What follows belongs to an exercise in optimizing a design on an open flow for small area and a short achievable clock period; a production flow would make more cautious choices. RTL that was checked went through simulation tests only; none was proved equivalent to the original.

==> inputs of run a <==
// reel_block_rx
module reel_block_rx (
  input  wire        clk,
  input  wire        rst,
  input  wire [39:0] in_data,
  input  wire        in_valid,
  output reg  [39:0] out_data,
  output reg         out_valid,
  output reg         stat_valid,
  output reg         stat_hdr_ok,
  output reg  [7:0]  stat_blk,
  output reg  [7:0]  stat_seq,
  output reg         stat_clean_a,
  output reg         stat_clean_b
);
==> module reel_block_rx, before the edit <==
module reel_block_rx (
  input  wire        clk,
  input  wire        rst,
  input  wire [39:0] in_data,
  input  wire        in_valid,
  output reg  [39:0] out_data,
  output reg         out_valid,
  output reg         stat_valid,
  output reg         stat_hdr_ok,
  output reg  [7:0]  stat_blk,
  output reg  [7:0]  stat_seq,
  output reg         stat_clean_a,
  output reg         stat_clean_b
);
  localparam [47:0] CLAPPER  = 48'hF3A6_0C59_D21E;
  localparam [57:0] SCR_INIT = 58'h2C5_9A37_E1D0_64BB;
  function [15:0] crc16_40(input [15:0] c_in, input [39:0] bits);
    integer i;
    reg [15:0] c;
    reg        fb;
    begin
      c = c_in;
      for (i = 39; i >= 0; i = i - 1) begin
        fb = c[15] ^ bits[i];
        c  = {c[14:0], 1'b0} ^ (fb ? 16'h1021 : 16'h0000);
      end
      crc16_40 = c;
    end
  endfunction
  function [97:0] scramble40(input [57:0] s_in);
    integer i;
    reg [57:0] s;
    reg [39:0] ks;
    reg        f;
    begin
      s = s_in;
      for (i = 39; i >= 0; i = i - 1) begin
        f     = s[57] ^ s[38];
        ks[i] = f;
        s     = {s[56:0], f};
      end
      scramble40 = {s, ks};
    end
  endfunction
  localparam [97:0] SCR_W2 = scramble40(SCR_INIT);
  localparam [57:0] SCR2   = SCR_W2[97:40];
  wire take = in_valid && !rst;
  reg [8:0]  word;      
  reg [57:0] scr;
  wire [97:0] scr_adv = scramble40(scr);
  always @(posedge clk) begin
    if (rst) begin
      word <= 9'd0;
      scr  <= 58'd0;
    end else if (in_valid) begin
      if (word == 9'd447) begin
        word <= 9'd0;
        scr  <= 58'd0;
      end else begin
        word <= word + 9'd1;
        scr  <= (word == 9'd1) ? SCR2 : scr_adv[97:40];
      end
    end
  end
  wire [39:0] plain = in_data ^ scr[39:0];
  reg        pv, pw0, pw1, plast;
  always @(posedge clk) begin
    out_data  <= plain;
    pv        <= take;
    pw0       <= (word == 9'd0);
    pw1       <= (word == 9'd1);
    plast     <= (word == 9'd447);
    out_valid <= take && (word >= 9'd2) && (word < 9'd424);
  end
  localparam [15:0] CRC_FF = crc16_40(16'hFFFF, 40'd0);
  reg [15:0] bw;        
  reg        qv0, qv1;  
  reg [15:0] crc0;      
  reg        clap0;     
  reg        clap1;     
  reg        hdr_r;     
  reg [7:0]  blk_r, seq_r;
  always @(posedge clk) begin
    bw  <= crc16_40(16'h0000, out_data);
    qv0 <= pv && pw0;
    qv1 <= pv && pw1;
    if (pv && pw0)
      clap0 <= (out_data == CLAPPER[47:8]);
    if (pv && pw1) begin
      clap1 <= clap0 && (out_data[39:32] == CLAPPER[7:0]);
      blk_r <= out_data[31:24];
      seq_r <= out_data[23:16];
    end
    if (qv0)
      crc0 <= crc16_40(CRC_FF ^ bw, 40'd0);
    if (qv1)
      hdr_r <= clap1 && ((crc0 ^ bw) == 16'd0);
    stat_hdr_ok <= hdr_r;
    stat_blk    <= blk_r;
    stat_seq    <= seq_r;
  end
  wire zero_a, zero_b;
  rs_syn2 u_syn_a (
    .clk(clk), .en(pv), .first(pw0),
    .d_hi(plain[39:30]), .d_lo(plain[19:10]), .zero(zero_a)
  );
  rs_syn2 u_syn_b (
    .clk(clk), .en(pv), .first(pw0),
    .d_hi(plain[29:20]), .d_lo(plain[9:0]), .zero(zero_b)
  );
  reg end_pending, end_2;
  always @(posedge clk) begin
    if (rst) begin
      end_pending <= 1'b0;
      end_2       <= 1'b0;
      stat_valid  <= 1'b0;
    end else begin
      end_pending <= pv && plast;
      end_2       <= end_pending;
      stat_valid  <= end_2;
    end
    stat_clean_a <= zero_a;
    stat_clean_b <= zero_b;
  end
endmodule
clock: 7.0 ns
lec_check: 0
cap_margin: 20
core_margin: 2
core_utilization: 75
cts_cluster_diameter: 100
cts_cluster_size: 20
setup_slack_margin: 4.55
slew_margin: 20
run.sh (not shown) runs the stock make flow with config.mk's settings and CLKGATE_MAP_FILE= SYNTH_SCRIPT=/design/flow/synth_recipe.tcl, a recipe that flattens the netlist after the stock synthesis.
==> run b: changes against run a <==
--- a/flow/design.v
+++ b/flow/design.v
@@ -2016,2 +2016,3 @@
   localparam [15:0] CRC_FF = crc16_40(16'hFFFF, 40'd0);
+  reg [39:0] hq;        
   reg [15:0] bw;        
@@ -2024,3 +2025,4 @@
   always @(posedge clk) begin
-    bw  <= crc16_40(16'h0000, out_data);
+    hq  <= in_data;
+    bw  <= crc16_40(16'h0000, hq);
     qv0 <= pv && pw0;
@@ -2028,7 +2030,7 @@
     if (pv && pw0)
-      clap0 <= (out_data == CLAPPER[47:8]);
+      clap0 <= (hq == CLAPPER[47:8]);
     if (pv && pw1) begin
-      clap1 <= clap0 && (out_data[39:32] == CLAPPER[7:0]);
-      blk_r <= out_data[31:24];
-      seq_r <= out_data[23:16];
+      clap1 <= clap0 && (hq[39:32] == CLAPPER[7:0]);
+      blk_r <= hq[31:24];
+      seq_r <= hq[23:16];
     end
CORE_UTILIZATION = 60   (was 75)
SETUP_SLACK_MARGIN = 4.6   (was 4.55)
==> run c: changes against run a <==
--- a/flow/design.v
+++ b/flow/design.v
@@ -2016,2 +2016,3 @@
   localparam [15:0] CRC_FF = crc16_40(16'hFFFF, 40'd0);
+  reg [39:0] hq;        
   reg [15:0] bw;        
@@ -2020,7 +2021,8 @@
   reg        clap0;     
+  reg [15:0] crc1;      
   reg        clap1;     
-  reg        hdr_r;     
   reg [7:0]  blk_r, seq_r;
   always @(posedge clk) begin
-    bw  <= crc16_40(16'h0000, out_data);
+    hq  <= in_data;
+    bw  <= crc16_40(16'h0000, hq);
     qv0 <= pv && pw0;
@@ -2028,7 +2030,7 @@
     if (pv && pw0)
-      clap0 <= (out_data == CLAPPER[47:8]);
+      clap0 <= (hq == CLAPPER[47:8]);
     if (pv && pw1) begin
-      clap1 <= clap0 && (out_data[39:32] == CLAPPER[7:0]);
-      blk_r <= out_data[31:24];
-      seq_r <= out_data[23:16];
+      clap1 <= clap0 && (hq[39:32] == CLAPPER[7:0]);
+      blk_r <= hq[31:24];
+      seq_r <= hq[23:16];
     end
@@ -2037,4 +2039,4 @@
     if (qv1)
-      hdr_r <= clap1 && ((crc0 ^ bw) == 16'd0);
-    stat_hdr_ok <= hdr_r;
+      crc1 <= crc0 ^ bw;
+    stat_hdr_ok <= clap1 && (crc1 == 16'd0);
     stat_blk    <= blk_r;
CORE_UTILIZATION = 40   (was 75)
SETUP_SLACK_MARGIN = 4.45   (was 4.55)
==> comparison table <==
quantity	run c	run b	run a
Run status	timing/DRC/antenna clean	timing/DRC/antenna clean	timing/DRC/antenna clean
Violation count after the first detailed-routing iteration	4928	5428	7022
Number of buffers inserted during clock tree synthesis	77	73	71
Clock latency at the later pin of the worst-skew pair	730 ps	730 ps	690 ps
Multi-input combinational cell area	0.04073 mm2	0.04143 mm2	0.04117 mm2
Max Clk Rate	366.3 MHz	383.9 MHz	378.8 MHz
Wire length on met2	110.7 mm	108.5 mm	102.3 mm
Number of synthesized flops with an enable pin	1010	995	995
Routed met1 length	104.8 mm	92.89 mm	80.34 mm
Layout Utilization	0.4423	0.6604	0.8265
Combined area of all synthesized cells	0.07761 mm2	0.07707 mm2	0.07627 mm2
Met3 wire length	12.87 mm	14.73 mm	21.11 mm
DPL Wire Length	158.5 mm	149.4 mm	141.5 mm
Count of non-CTS inverters in the layout	81	77	77
Delay contributed by the slowest stage of the critical path	460 ps	380 ps	470 ps
No functional check of the RTL was part of run a and run c.

## port drivers added, routing unchanged
The flow's constraints put no driver on any port. The routed layouts listed below were extracted and timed again, unchanged, in two steps. Step 1 (the two cells are an assumption about what drives the block):
set clk [get_ports {clk}]
set_driving_cell -lib_cell sky130_fd_sc_hd__clkbuf_16 $clk
set_driving_cell -lib_cell sky130_fd_sc_hd__buf_2 [delete_from_list [all_inputs] $clk]
Step 2 times the ports against the registers' clock, not the clock port: input delays grow and output delays shrink by t, the midpoint of the rising clock arrivals with the driver on. a / b / c = ideal ports / drivers / drivers and shift; a / b = the first two.
run | t (ns) | setup slack, ns | worst data-port slew with drivers (ns)
run a | 0.760 | 4.360 / 4.304 / 3.731 | 0.07
run b | 0.790 | 4.395 / 4.319 / 3.854 | 0.05
run c | 0.814 | 4.270 / 4.181 / 3.723 | 0.07
After both steps every run listed still meets setup and hold. For run a, which loses most, drivers alone change the setup slack by -0.056 ns; drivers and shift together by -0.629 ns.
